This design comes from an exercise in tuning for small area, a short achievable clock period and few clock cycles on the open sky130 flow, not from production work. At most, simulation tests tie the RTL to the original design; equivalence was not proved.

Design vbc_block_decoder, start of the top module:
module vbc_block_decoder (
    input  wire        clk,
    input  wire        rst,           
    input  wire        in_valid,
    output wire        in_ready,
    input  wire [31:0] in_data,       
    input  wire [4:0]  in_w,          
    output reg         out_valid,
    output wire [15:0] out_sample,    
    output reg         out_last       
);
Size: roughly 2600 cells after synthesis, ~390 flip-flops, ~59 I/O pins, roughly 20000 um2 of cells after synthesis.
make LEC_CHECK=0 ABC_AREA=1 CAP_MARGIN=20 CORE_MARGIN=2 CORE_UTILIZATION=40 SETUP_SLACK_MARGIN=5.0 SLEW_MARGIN=20 TNS_END_PERCENT=0 finish   # period 10.0 ns
run.sh (not shown) runs the stock make flow with config.mk's settings and CLKGATE_MAP_FILE= SYNTH_SCRIPT=/design/flow/synth_recipe.tcl, a recipe that flattens the netlist after the stock synthesis.
The first run went through all stages and came out clean.
Then changed:
--- a/flow/config.mk
+++ b/flow/config.mk
@@ -12 +11,0 @@
-export SETUP_SLACK_MARGIN = 5.0
@@ -14 +12,0 @@
-export TNS_END_PERCENT = 0
Effect: First-iteration DRC count fell by 4.3%. Area after synthesis stays the same. Global-route usage fell by 1.8 points. Core utilization fell by 3.8 points. Setup slack is worse by 1.6 ns. Wire length fell by about 9%.
Then changed:
--- a/flow/config.mk
+++ b/flow/config.mk
@@ -11,0 +12 @@
+export SETUP_SLACK_MARGIN = 3.0
Final cell count barely changes; setup slack is better by 0.75 ns; clock-buffer cell count is unchanged; non-clock buffer count came out higher by 5; synthesized area does not change; critical path depth came out lower by 3; core utilization came out higher by 0.24 points.
Then changed:
--- a/flow/config.mk
+++ b/flow/config.mk
@@ -12 +12 @@
-export SETUP_SLACK_MARGIN = 3.0
+export SETUP_SLACK_MARGIN = 5.0
Sequential share of layout area shrinks by 3.6 points.
Routed wire length grows by about 11%.
Design area grows by about 10%.
Fmax grows by about 16%.
Setup slack improves by 0.90 ns.
Cell count grows by about 3.8%.
Hold slack improves by 0.022 ns.
Utilization grows by 4.8 points.
Global-route usage grows by 2.1 points.
No functional check of the RTL was part of any run of this note.

---

Another version of the RTL of vbc_block_decoder (not shown whole).
Size: ~390 flip-flops, ~59 I/O pins, roughly 0.019 sq mm of cells after synthesis.
clock: 10.0 ns
lec_check: 0
abc_area: 1
cap_margin: 20
core_margin: 2
core_utilization: 40
cts_cluster_diameter: 100
cts_cluster_size: 25
setup_slack_margin: 4.25
slew_margin: 20
The baseline ran to the end with no violations.
Change:
- SETUP_SLACK_MARGIN: 4.25 -> 4.0
Wire length shrinks by 0.91%.
Hold slack hardly moves.
Die area stays the same.
Function was not checked in any run of this note: the RTL went through the layout flow alone.

---

## run 1
Another version of the RTL of vbc_block_decoder (not shown whole).
Size in the first run: roughly 2400 cells after synthesis, roughly 390 flip-flops, about 59 I/O pins, ~0.019 mm² of cells after synthesis.
==> flow/design.v (excerpt) <==
module vbc_block_decoder (
    input  wire        clk,
    input  wire        rst,           
    input  wire        in_valid,
    output wire        in_ready,
    input  wire [31:0] in_data,       
    input  wire [4:0]  in_w,          
    output reg         out_valid,
    output wire [15:0] out_sample,    
    output reg         out_last       
);
    reg [31:0] slot0, slot1;
    reg        wp;            
    reg [1:0]  cnt;           
    reg [5:0]  ptr;
    reg [4:0]  w_in;          
    assign in_ready = !cnt[1];
    wire accept = in_valid && !cnt[1];
    reg        hdr;           
    reg        raw;
    reg [1:0]  pred;
    reg [4:0]  w;
    reg [17:0] ab;            
    reg        ua;
    reg [7:0]  idx;           
    reg [3:0]  idle;          
    reg [16:0] u2;            
    reg        v2;
    reg [15:0] hist [0:15];
    assign out_sample = hist[0];
    reg  [15:0] wmask;        
    integer wi;
    always @(*)
        for (wi = 0; wi < 16; wi = wi + 1)
            wmask[wi] = w > wi;
    wire [17:0] ub = ua ? {2'b0, u2[15:0]} : 18'd0;
    wire [17:0] cg [0:5];     
  ...
make LEC_CHECK=0 ABC_AREA=1 CAP_MARGIN=20 CORE_MARGIN=2 CORE_UTILIZATION=40 CTS_CLUSTER_DIAMETER=100 CTS_CLUSTER_SIZE=25 PLACE_DENSITY=0.5 SETUP_SLACK_MARGIN=4.0 SLEW_MARGIN=20 finish   # period 10.0 ns
Run 1 did not stop at any stage, and its layout met the timing, design-rule and antenna checks.
Testbench counts of run 1, summed over its fixed seeds: cycles 98,969.
Edits applied to the flow inputs when going from run 1 to run 2:
# run 1
export LEC_CHECK = 0
export ABC_AREA = 1
export CAP_MARGIN = 20
export CORE_MARGIN = 2
export CORE_UTILIZATION = 40
export CTS_CLUSTER_DIAMETER = 100
export CTS_CLUSTER_SIZE = 25
export PLACE_DENSITY = 0.5
export SETUP_SLACK_MARGIN = 4.0
export SLEW_MARGIN = 20
create_clock -name core_clock -period 10.0 [get_ports {clk}]
# run 2
export LEC_CHECK = 0
export ABC_AREA = 1
export CAP_MARGIN = 20
export CORE_MARGIN = 2
export CORE_UTILIZATION = 40
export CTS_CLUSTER_DIAMETER = 100
export CTS_CLUSTER_SIZE = 25
export SETUP_SLACK_MARGIN = 4.75
export SLEW_MARGIN = 20
create_clock -name core_clock -period 10.0 [get_ports {clk}]
[summary]
Lower share of the clock period used by the worst path was reported by run 2, not run 1.
Run 2 has completed all stages; timing, DRC and antenna checks passed.
The pre-CTS worst setup slack in run 2 sits 250 ps above the value recorded for run 1.
The number of placed instances with taps included on run 1 is in line with that on run 2.
In terms of pin count of the biggest net entering global routing, run 2 and run 1 differ only marginally.
## Diff of input files: run 3 against run 2
# run 2
export LEC_CHECK = 0
export ABC_AREA = 1
export CAP_MARGIN = 20
export CORE_MARGIN = 2
export CORE_UTILIZATION = 40
export CTS_CLUSTER_DIAMETER = 100
export CTS_CLUSTER_SIZE = 25
export SETUP_SLACK_MARGIN = 4.75
export SLEW_MARGIN = 20
create_clock -name core_clock -period 10.0 [get_ports {clk}]
# run 3
export LEC_CHECK = 0
export ABC_AREA = 0
export CAP_MARGIN = 20
export CORE_MARGIN = 2
export CORE_UTILIZATION = 40
export CTS_CLUSTER_DIAMETER = 100
export CTS_CLUSTER_SIZE = 25
export SETUP_SLACK_MARGIN = 4.0
export SLEW_MARGIN = 20
create_clock -name core_clock -period 10.0 [get_ports {clk}]
Results
On fmax, run 3 does worse than run 2.
In the metrics for run 2 and run 3, the one carrying the lower final instance area is run 2.
Between run 2 and run 3, the difference in clock skew after layout is negligible.
The inputs of run 4 differ from those of run 3 as listed below.
# run 3
export LEC_CHECK = 0
export ABC_AREA = 0
export CAP_MARGIN = 20
export CORE_MARGIN = 2
export CORE_UTILIZATION = 40
export CTS_CLUSTER_DIAMETER = 100
export CTS_CLUSTER_SIZE = 25
export SETUP_SLACK_MARGIN = 4.0
export SLEW_MARGIN = 20
create_clock -name core_clock -period 10.0 [get_ports {clk}]
# run 4
export LEC_CHECK = 0
export ABC_AREA = 1
export CAP_MARGIN = 20
export CORE_MARGIN = 2
export CORE_UTILIZATION = 40
export CTS_CLUSTER_DIAMETER = 100
export CTS_CLUSTER_SIZE = 25
export SETUP_SLACK_MARGIN = 4.0
export SLEW_MARGIN = 20
create_clock -name core_clock -period 10.0 [get_ports {clk}]
==> flow/flow/run.sh (new file) <==
#!/bin/bash
# The standard layout (standard.sh), with one change: ABC's area script
# (ABC_AREA 1) maps the logic with a stronger script (fraig, scorr, dc2,
# dch -f and the &nf mapper) in place of ORFS's dch and map -B 0.9.
# Everything else is ORFS's own scripts, through a folder of links to them.
set -e
here=$(pwd)
mkdir -p "$here/scripts"
for f in "$FLOW_HOME"/scripts/*; do
    ln -sf "$f" "$here/scripts/$(basename "$f")"
done
rm -f "$here/scripts/abc_area.script"
cp "$here/flow/abc_area.script" "$here/scripts/abc_area.script"
export SCRIPTS_DIR="$here/scripts"
bash standard.sh > "$here/standard.log" 2>&1
==> flow/flow/abc_area.script (new file) <==
strash
&get -n
&fraig -x
&put
dc2
strash
&get -n
&dch -f
&nf
&put
buffer -c
topo
stime -c
upsize -c
dnsize -c
==> flow/standard.sh (new file) <==
#!/bin/bash
# synth_recipe.tcl (not shown) runs the flow's synth.tcl, then flattens the netlist and writes it again
# the make line also repeats each setting of config.mk as NAME=value (left out here)
make -C /OpenROAD-flow-scripts/flow DESIGN_CONFIG=/design/flow/config.mk WORK_HOME=/design/flow/orfs CLKGATE_MAP_FILE= SYNTH_SCRIPT=/design/flow/synth_recipe.tcl "${@:-finish}"
removed: flow/run.sh
Notes after the runs:
- Going from run 3 to run 4, non-clock buffer contribution to total cell area +1.7 points, proportion of synthesized chip area in sequential cells has increased.
- Run 3 fits on a die that is larger than the die of run 4.
- Looking at run 3 and run 4, the sequential cell count is a wash.
- The clock insertion delay at the later pin of the skew report of run 3 and that of run 4 are within noise of each other.
- Run 4 leaves less setup margin than run 3.
- Run 4 vs. run 3: share of layout cells above drive strength 1 rose 0.76 points; die outline height down 10 µm.
--- input diff run 4..run 5 ---
# run 4
export LEC_CHECK = 0
export ABC_AREA = 1
export CAP_MARGIN = 20
export CORE_MARGIN = 2
export CORE_UTILIZATION = 40
export CTS_CLUSTER_DIAMETER = 100
export CTS_CLUSTER_SIZE = 25
export SETUP_SLACK_MARGIN = 4.0
export SLEW_MARGIN = 20
create_clock -name core_clock -period 10.0 [get_ports {clk}]
# run 5
export LEC_CHECK = 0
export ABC_AREA = 1
export CAP_MARGIN = 20
export CORE_MARGIN = 2
export CORE_UTILIZATION = 40
export CTS_CLUSTER_DIAMETER = 100
export CTS_CLUSTER_SIZE = 25
export SETUP_SLACK_MARGIN = 4.0
export SLEW_MARGIN = 20
export TNS_END_PERCENT = 50
create_clock -name core_clock -period 10.0 [get_ports {clk}]
==> flow/run.sh (new file) <==
#!/bin/bash
# synth_recipe.tcl (not shown) runs the flow's synth.tcl, then flattens the netlist and writes it again
# the make line also repeats each setting of config.mk as NAME=value (left out here)
make -C /OpenROAD-flow-scripts/flow DESIGN_CONFIG=/design/flow/config.mk WORK_HOME=/design/flow/orfs CLKGATE_MAP_FILE= SYNTH_SCRIPT=/design/flow/synth_recipe.tcl finish
removed: flow/flow/run.sh
removed: flow/flow/abc_area.script
removed: flow/standard.sh
[summary]
Run 5 vs run 4, starting density of the core went up by 0.46 points. Run 5 reports its dominant combinational cell family by area after synthesis as simple AND/OR/NAND/NOR gates while run 4 reports compound AO/OA/AOI/OAI gates. Diff run 4 -> run 5 | sequential cell area share | increase of 0.58 points. Run 5 did not stop at any stage, and its layout met the timing, design-rule and antenna checks. Compared with run 4, in run 5 fraction of registers with async set or reset after synthesis neither gained nor lost much; worst hold slack rose by 13 ps.

separate check: timing with driven ports:
No port has a modelled driver above. Below, the same layouts with a new extraction and two added sets of constraints.
Step 1 (the two cells are an assumption about what drives the block):
set clk [get_ports {clk}]
set_driving_cell -lib_cell sky130_fd_sc_hd__clkbuf_16 $clk
set_driving_cell -lib_cell sky130_fd_sc_hd__buf_2 [delete_from_list [all_inputs] $clk]
Step 2 adds t to the input delays and takes it off the output delays; t is the mean of the earliest and latest rising clock arrival at the registers after step 1. Input paths then give back, and output paths get back, about the clock's delay inside the block.
a / b / c = no drivers / after step 1 / after step 2; a / b = the first two.
| run | t, ns | setup slack, ns | worst hold slack (ns) | worst register clock-pin slew, ns | pins driven straight from the clock port |
|---|---|---|---|---|---|
| the first run of note 1 | 0.617 | 4.404 / 4.404 / 4.404 | 0.323 / 0.323 / 0.323 | 0.07 / 0.07 | 1 |
| the second run of note 1 | 0.625 | 2.790 / 2.790 / 2.790 | 0.304 / 0.304 / 0.304 | 0.07 / 0.07 | 1 |
| the third run of note 1 | 0.627 | 3.538 / 3.538 / 3.538 | 0.302 / 0.302 / 0.302 | 0.07 / 0.07 | 1 |
| the fourth run of note 1 | 0.621 | 4.441 / 4.441 / 4.441 | 0.324 / 0.324 / 0.324 | 0.07 / 0.07 | 1 |
| the first run of note 2 | 0.625 | 4.494 / 4.494 / 4.494 | 0.314 / 0.314 / 0.314 | 0.11 / 0.11 | 1 |
| the second run of note 2 | 0.626 | 4.325 / 4.325 / 4.325 | 0.315 / 0.315 / 0.315 | 0.11 / 0.11 | 1 |
| run 1 | 0.619 | 4.165 / 4.165 / 4.165 | 0.310 / 0.310 / 0.310 | 0.10 / 0.10 | 1 |
| run 2 | 0.608 | 4.720 / 4.720 / 4.720 | 0.328 / 0.328 / 0.328 | 0.10 / 0.10 | 1 |
| run 3 | 0.627 | 3.774 / 3.774 / 3.774 | 0.314 / 0.314 / 0.314 | 0.11 / 0.11 | 1 |
| run 4 | 0.604 | 3.463 / 3.463 / 3.463 | 0.314 / 0.314 / 0.314 | 0.11 / 0.11 | 1 |
| run 5 | 0.604 | 4.437 / 4.437 / 4.437 | 0.327 / 0.327 / 0.327 | 0.10 / 0.10 | 1 |
After both steps setup and hold are still met in every run listed.
